This design comes from an exercise in tuning for small area on the open sky130 flow, not from production work. Where RTL was checked, it was by simulation tests only, not by an equivalence proof against the original.

Design graft_core, start of the top module:
module graft_core (
    input  wire         clk,
    input  wire         rst,             
    input  wire         start,           
    input  wire         op,              
    input  wire         erase,           
    input  wire [255:0] root_key,
    input  wire         root_256,        
    input  wire [7:0]   kind,
    input  wire [63:0]  eui,
    input  wire [7:0]   epoch_rec,       
    input  wire [1:0]   epoch_sc,        
    input  wire         epoch_resolve,   
    output wire         busy,
    output wire         done,
    output wire         nokey,
    output wire [127:0] key_out
);
For scale: about 2700 cells after synthesis, ~610 flip-flops, roughly 480 I/O pins.
export LEC_CHECK = 0
export CAP_MARGIN = 20
export CORE_MARGIN = 2
export CORE_UTILIZATION = 40
export GPL_ROUTABILITY_DRIVEN = 1
export PLACE_DENSITY_LB_ADDON = 0.1
export SLEW_MARGIN = 20
create_clock -name core_clock -period 9.0 [get_ports {clk}]
standard.sh (not shown) runs the stock make flow with config.mk's settings and CLKGATE_MAP_FILE= SYNTH_SCRIPT=/design/flow/synth_recipe.tcl, a recipe that flattens the netlist after the stock synthesis.
==> flow/flow/run.sh <==
#!/bin/bash
# Layout flow: the standard ORFS flow (standard.sh) with two changes:
#  - synthesis maps logic with an area-oriented ABC script (flow/abc_area.script)
#    instead of ORFS's delay-oriented one; everything else in the synthesis
#    script (synth_recipe.tcl, hence the registers) is unchanged;
#  - every input and output port still gets a buffer, a buf_1 instead of the
#    clkdlybuf4s50_1 that buffer_ports picks by default;
#  - clock tree synthesis clusters up to 20 flip-flops (60 um across) per
#    clkbuf_8 and inserts no dummy loads.
# Each tool writes its full log under orfs/logs/ (ORFS), and this script's
# own output goes to flow_run.log.
set -euo pipefail
W=$(pwd)
exec > >(tee -a "$W/flow_run.log") 2>&1

{
  echo 'proc abc {args} {'
  echo '  set i [lsearch -exact $args -script]'
  echo "  if {\$i >= 0} { lset args [expr {\$i + 1}] $W/flow/abc_area.script }"
  echo '  yosys abc {*}$args'
  echo '}'
  cat "$W/synth_recipe.tcl"
} > "$W/synth_area.tcl"

sed -e "s#SYNTH_SCRIPT=[^ ]*#SYNTH_SCRIPT=$W/synth_area.tcl BUFFER_PORTS_ARGS='-buffer_cell sky130_fd_sc_hd__buf_1' CTS_ARGS='-sink_clustering_enable -repair_clock_nets -dont_use_dummy_load -sink_clustering_size 20 -sink_clustering_max_diameter 60 -buf_list {sky130_fd_sc_hd__clkbuf_8}'#" \
    "$W/standard.sh" > "$W/standard_area.sh"
grep -n 'make ' "$W/standard_area.sh"
bash "$W/standard_area.sh" > "$W/standard_area.log" 2>&1
echo "flow done"
==> flow/flow/abc_area.script <==
strash
dch -f
amap
strash
dch -f
amap
Change:
--- a/flow/design.v
+++ b/flow/design.v
@@ -88,49 +88,50 @@
   wire ccyc   = f_aes && !ph0;                 
   wire finish = busy_r && f_fin && ph0;        
   wire accept = start && !busy_r;
   wire [31:0] kw0 = kreg[31:0];
   wire [31:0] kw5 = kreg[191:160];
   wire [31:0] kw8 = kreg[287:256];
   wire [31:0] kw9 = kreg[319:288];      
+  wire [3:0] ridx = klen ? {1'b0, rd[4:1]} : rd[3:0] - 4'd4;
   reg  [7:0] rcon;
   always @(*) begin
-    case ({klen, rd})
-      {1'b0, 5'd5},  {1'b1, 5'd2}:  rcon = 8'h01;
-      {1'b0, 5'd6},  {1'b1, 5'd4}:  rcon = 8'h02;
-      {1'b0, 5'd7},  {1'b1, 5'd6}:  rcon = 8'h04;
-      {1'b0, 5'd8},  {1'b1, 5'd8}:  rcon = 8'h08;
-      {1'b0, 5'd9},  {1'b1, 5'd10}: rcon = 8'h10;
-      {1'b0, 5'd10}, {1'b1, 5'd12}: rcon = 8'h20;
-      {1'b0, 5'd11}, {1'b1, 5'd14}: rcon = 8'h40;
-      {1'b0, 5'd12}:                rcon = 8'h80;
-      {1'b0, 5'd13}:                rcon = 8'h1b;
-      {1'b0, 5'd14}:                rcon = 8'h36;
-      default:                      rcon = 8'h00;
+    case (ridx)
+      4'd1:    rcon = 8'h01;
+      4'd2:    rcon = 8'h02;
+      4'd3:    rcon = 8'h04;
+      4'd4:    rcon = 8'h08;
+      4'd5:    rcon = 8'h10;
+      4'd6:    rcon = 8'h20;
+      4'd7:    rcon = 8'h40;
+      4'd8:    rcon = 8'h80;
+      4'd9:    rcon = 8'h1b;
+      4'd10:   rcon = 8'h36;
+      default: rcon = 8'h00;
     endcase
   end
   wire [3:0] plo = {4{f_plo}} & oh[3:0];
   wire [3:0] phi = {4{f_phi}} & oh[3:0];
   wire [31:0] pword = ({32{plo[0]}} & root_key[255:224]) | ({32{plo[1]}} & root_key[223:192]) |
                       ({32{plo[2]}} & root_key[191:160]) | ({32{plo[3]}} & root_key[159:128]) |
                       ({32{phi[0]}} & root_key[127:96])  | ({32{phi[1]}} & root_key[95:64]) |
                       ({32{phi[2]}} & root_key[63:32])   | ({32{phi[3]}} & root_key[31:0]);
   wire        portw = f_plo || f_phi;
   wire [31:0] diag  = {row0[7:0], row1[7:0], row2[7:0], row3[7:0]};
-  wire [31:0] sb_in = ph0 ? kw8 : diag;
+  wire [31:0] sb_in = ({32{ph0 &&  f_rot}} & {kw8[23:0], kw8[31:24]}) |
+                      ({32{ph0 && !f_rot}} & kw8) |
+                      ({32{!ph0}} & diag);
   wire [31:0] sb_out;
   genvar gi;
   generate
     for (gi = 0; gi < 4; gi = gi + 1) begin : g_sbox
       aes_sbox u_sbox (.a(sb_in[8*gi +: 8]), .y(sb_out[8*gi +: 8]));
     end
   endgenerate
-  wire [31:0] kf    = ({32{ph0 &&  f_rot}} & ({sb_out[23:0], sb_out[31:24]} ^ {rcon, 24'd0})) |
-                      ({32{ph0 && !f_rot}} & sb_out) |
-                      ({32{!ph0}} & kw9);
+  wire [31:0] kf    = ph0 ? (sb_out ^ {f_rot ? rcon : 8'h00, 24'd0}) : kw9;
   wire [31:0] khead = klen ? kw0 : kw5;
   wire [31:0] kin   = pword | ((khead ^ kf) & {32{!portw}});
   wire        lwr  = busy_r && !op_r && f_last && !ph0;        
   wire [31:0] lw_k = ({32{ksel[0]}} & k1r[31:0])  | ({32{ksel[1]}} & k1r[63:32]) |
                      ({32{ksel[2]}} & k1r[95:64]) | ({32{ksel[3]}} & k1r[127:96]);
   wire        ln31 = (ksel[3] & k1r[31]) | (ksel[0] & k1r[63]) |   
                      (ksel[1] & k1r[95]) | (ksel[2] & k1r[127]);
@@ -139,18 +140,17 @@
   wire [7:0]  a0 = sb_out[31:24], a1 = sb_out[23:16], a2 = sb_out[15:8], a3 = sb_out[7:0];
   wire [7:0]  p01 = a0 ^ a1, p12 = a1 ^ a2, p23 = a2 ^ a3;
   wire [7:0]  tt = p01 ^ p23;
   wire [7:0]  u0 = tt ^ xtime(p01), u1 = tt ^ xtime(p12), xt = xtime(tt);
   wire [31:0] u = {u0, u1, u0 ^ xt, u1 ^ xt};
   wire [31:0] col = (f_first ? diag ^ k1w : sb_out) ^ kw9 ^ (u & {32{f_mc}});
   wire [1:0] ep_d    = epoch_sc - epoch_rec[1:0];
-  wire       ep_dec  = ep_d == 2'd3 && epoch_rec[1:0] == 2'd0;
-  wire       ep_inc  = ep_d != 2'd3 && epoch_sc < epoch_rec[1:0];
-  wire [5:0] ep_up   = epoch_rec[7:2] + {{5{ep_dec}}, ep_inc | ep_dec};
-  wire [7:0] ep_full = epoch_resolve ? {ep_up, epoch_sc} : epoch_rec;
+  wire [7:0] ep_full = !epoch_resolve ? epoch_rec :
+                       (ep_d == 2'd3) ? epoch_rec - 8'd1 :
+                                        epoch_rec + {6'd0, ep_d};
   wire [127:0] msg  = {8'h01, 8'h59, 8'h4c, kind, 8'h00, eui, ep_full, 8'h00, 8'h80};
   wire [127:0] init = (op && !busy_r) ? msg : 128'd0;
   wire         load = accept || (finish && nokey_pend);
   function [7:0] bsel;
     input [127:0] x;
     input integer c;
     input integer r;
Effect: The changed run ran to the end with no violations; non-clock buffer count came out higher by 105; worst setup slack gets better by 0.071 ns; wire length climbs by 2.8%; register-to-register slack gains 0.07 ns; area after synthesis went up by 0.86%; sequential share of layout area goes down by 1.2 points.
Function was not checked in any run of this note: the RTL went through the layout flow alone.


Another version of the RTL of graft_core (not shown whole).
For scale: about 2800 cells after synthesis, roughly 610 flip-flops, about 480 I/O pins, roughly 0.024 mm² of cells after synthesis.
Settings: LEC_CHECK=0, CAP_MARGIN=20, CORE_MARGIN=2, CORE_UTILIZATION=40, GPL_ROUTABILITY_DRIVEN=1, PLACE_DENSITY_LB_ADDON=0.1, SLEW_MARGIN=20; clock period 9.0 ns.
Scripts as last shown in full above: flow/flow/run.sh, flow/flow/abc_area.script
The baseline completed with no timing, DRC or antenna violations.
Change:
--- a/flow/design.v
+++ b/flow/design.v
@@ -77,39 +77,39 @@
   reg [31:0]  row1;
   reg [31:0]  row2;
   reg [31:0]  row3;
   reg [319:0] kreg;         
   reg [127:0] k1r;          
   reg [1:0]   kph;          
-  reg         lwr_d;        
   reg [3:0]   ksel;         
   assign busy  = busy_r;
   assign done  = done_r;
   assign nokey = nokey_pend;
   wire ph0    = oh[0];
   wire ccyc   = f_aes && !ph0;                 
   wire finish = busy_r && f_fin && ph0;        
   wire accept = start && !busy_r;
   wire [31:0] kw0 = kreg[31:0];
   wire [31:0] kw5 = kreg[191:160];
   wire [31:0] kw8 = kreg[287:256];
   wire [31:0] kw9 = kreg[319:288];      
+  wire [3:0] ridx = klen ? {1'b0, rd[4:1]} : rd[3:0] - 4'd4;
   reg  [7:0] rcon;
   always @(*) begin
-    case ({klen, rd})
-      {1'b0, 5'd5},  {1'b1, 5'd2}:  rcon = 8'h01;
-      {1'b0, 5'd6},  {1'b1, 5'd4}:  rcon = 8'h02;
-      {1'b0, 5'd7},  {1'b1, 5'd6}:  rcon = 8'h04;
-      {1'b0, 5'd8},  {1'b1, 5'd8}:  rcon = 8'h08;
-      {1'b0, 5'd9},  {1'b1, 5'd10}: rcon = 8'h10;
-      {1'b0, 5'd10}, {1'b1, 5'd12}: rcon = 8'h20;
-      {1'b0, 5'd11}, {1'b1, 5'd14}: rcon = 8'h40;
-      {1'b0, 5'd12}:                rcon = 8'h80;
-      {1'b0, 5'd13}:                rcon = 8'h1b;
-      {1'b0, 5'd14}:                rcon = 8'h36;
-      default:                      rcon = 8'h00;
+    case (ridx)
+      4'd1:    rcon = 8'h01;
+      4'd2:    rcon = 8'h02;
+      4'd3:    rcon = 8'h04;
+      4'd4:    rcon = 8'h08;
+      4'd5:    rcon = 8'h10;
+      4'd6:    rcon = 8'h20;
+      4'd7:    rcon = 8'h40;
+      4'd8:    rcon = 8'h80;
+      4'd9:    rcon = 8'h1b;
+      4'd10:   rcon = 8'h36;
+      default: rcon = 8'h00;
     endcase
   end
   wire [3:0] plo = {4{f_plo}} & oh[3:0];
   wire [3:0] phi = {4{f_phi}} & oh[3:0];
   wire [31:0] pword = ({32{plo[0]}} & root_key[255:224]) | ({32{plo[1]}} & root_key[223:192]) |
                       ({32{plo[2]}} & root_key[191:160]) | ({32{plo[3]}} & root_key[159:128]) |
@@ -128,30 +128,28 @@
   wire [31:0] kf    = ({32{ph0 &&  f_rot}} & ({sb_out[23:0], sb_out[31:24]} ^ {rcon, 24'd0})) |
                       ({32{ph0 && !f_rot}} & sb_out) |
                       ({32{!ph0}} & kw9);
   wire [31:0] khead = klen ? kw0 : kw5;
   wire [31:0] kin   = pword | ((khead ^ kf) & {32{!portw}});
   wire        lwr  = busy_r && !op_r && f_last && !ph0;        
-  wire [31:0] rtail = {row0[39:32], row1[31:24], row2[31:24], row3[31:24]};
   wire [31:0] lw_k = ({32{ksel[0]}} & k1r[31:0])  | ({32{ksel[1]}} & k1r[63:32]) |
                      ({32{ksel[2]}} & k1r[95:64]) | ({32{ksel[3]}} & k1r[127:96]);
   wire        ln31 = (ksel[3] & k1r[31]) | (ksel[0] & k1r[63]) |   
                      (ksel[1] & k1r[95]) | (ksel[2] & k1r[127]);
   wire        l3   = oh[4];                                     
   wire [31:0] k1w  = {lw_k[30:0], ln31} ^ {24'd0, l3 & ln31, 4'd0, l3 & ln31, l3 & ln31, 1'b0};
   wire [7:0]  a0 = sb_out[31:24], a1 = sb_out[23:16], a2 = sb_out[15:8], a3 = sb_out[7:0];
   wire [7:0]  p01 = a0 ^ a1, p12 = a1 ^ a2, p23 = a2 ^ a3;
   wire [7:0]  tt = p01 ^ p23;
-  wire [7:0]  p30 = a3 ^ a0;
-  wire [31:0] u = {tt ^ xtime(p01), tt ^ xtime(p12), tt ^ xtime(p23), tt ^ xtime(p30)};
+  wire [7:0]  u0 = tt ^ xtime(p01), u1 = tt ^ xtime(p12), xt = xtime(tt);
+  wire [31:0] u = {u0, u1, u0 ^ xt, u1 ^ xt};
   wire [31:0] col = (f_first ? diag ^ k1w : sb_out) ^ kw9 ^ (u & {32{f_mc}});
   wire [1:0] ep_d    = epoch_sc - epoch_rec[1:0];
-  wire       ep_dec  = ep_d == 2'd3 && epoch_rec[1:0] == 2'd0;
-  wire       ep_inc  = ep_d != 2'd3 && epoch_sc < epoch_rec[1:0];
-  wire [5:0] ep_up   = epoch_rec[7:2] + {{5{ep_dec}}, ep_inc | ep_dec};
-  wire [7:0] ep_full = epoch_resolve ? {ep_up, epoch_sc} : epoch_rec;
+  wire [7:0] ep_full = !epoch_resolve ? epoch_rec :
+                       (ep_d == 2'd3) ? epoch_rec - 8'd1 :
+                                        epoch_rec + {6'd0, ep_d};
   wire [127:0] msg  = {8'h01, 8'h59, 8'h4c, kind, 8'h00, eui, ep_full, 8'h00, 8'h80};
   wire [127:0] init = (op && !busy_r) ? msg : 128'd0;
   wire         load = accept || (finish && nokey_pend);
   function [7:0] bsel;
     input [127:0] x;
     input integer c;
@@ -165,15 +163,14 @@
   assign key_out = {row0[7:0],   row1[31:24], row2[23:16], row3[15:8],
                     row0[15:8],  row1[7:0],   row2[31:24], row3[23:16],
                     row0[23:16], row1[15:8],  row2[7:0],   row3[31:24],
                     row0[31:24], row1[23:16], row2[15:8],  row3[7:0]};
   always @(posedge clk) begin
     kreg <= {kin, kreg[319:32]};
-    lwr_d <= lwr;
-    k1r  <= {lwr_d ? rtail : k1r[31:0], k1r[127:32]};
-    kph  <= (lwr_d && oh[2]) ? 2'd1 : kph + 2'd1;
+    k1r  <= {lwr ? col : k1r[31:0], k1r[127:32]};
+    kph  <= (lwr && oh[1]) ? 2'd1 : kph + 2'd1;
     if (ccyc) begin
       row0 <= {col[31:24], row0[39:8]};
       row1 <= {col[23:16], row1[31:8]};
       row2 <= {col[15:8],  row2[31:8]};
       row3 <= {col[7:0],   row3[31:8]};
     end else if (load) begin
After rerunning:
- The new run completed with no timing, DRC or antenna violations
- synthesized cell count decreases by 3.5%
- critical path depth increases by 2
- register-to-register slack is about the same
- synthesized area decreases by 0.81%
- utilization stays flat
- wire length decreases by 0.79%
- worst hold slack gets worse by 0.018 ns
The RTL of the first run of this note was laid out without a check of its function.

==> port drivers added, routing unchanged <==
In the flow no input, the clock included, has a driving cell. The finished layouts below were timed again as built, in two steps.
Step 1, drivers: a clkbuf_16 drives clk and a buf_2 each remaining input, both assumed.
Step 2 also shifts input and output timing later by t, the mid clock arrival at the registers, as if the neighbouring blocks saw the same clock.
Slacks: ideal / step 1 / step 2; pairs: ideal / step 1.
run	t, ns	setup WS [ns]	hold slack, ns	worst setup path after step 2	clock arrival spread, ns
the first run of note 1	0.699	0.581 / 0.581 / 0.581	0.288 / 0.288 / 0.288	register to register	0.071 / 0.071
the second run of note 1	0.687	0.653 / 0.653 / 0.653	0.224 / 0.224 / 0.224	register to register	0.097 / 0.098
the first run of note 2	0.709	0.591 / 0.591 / 0.591	0.300 / 0.300 / 0.300	register to register	0.073 / 0.073
the second run of note 2	0.696	0.582 / 0.582 / 0.582	0.282 / 0.282 / 0.282	register to register	0.074 / 0.074
After both steps every run listed still meets setup and hold.
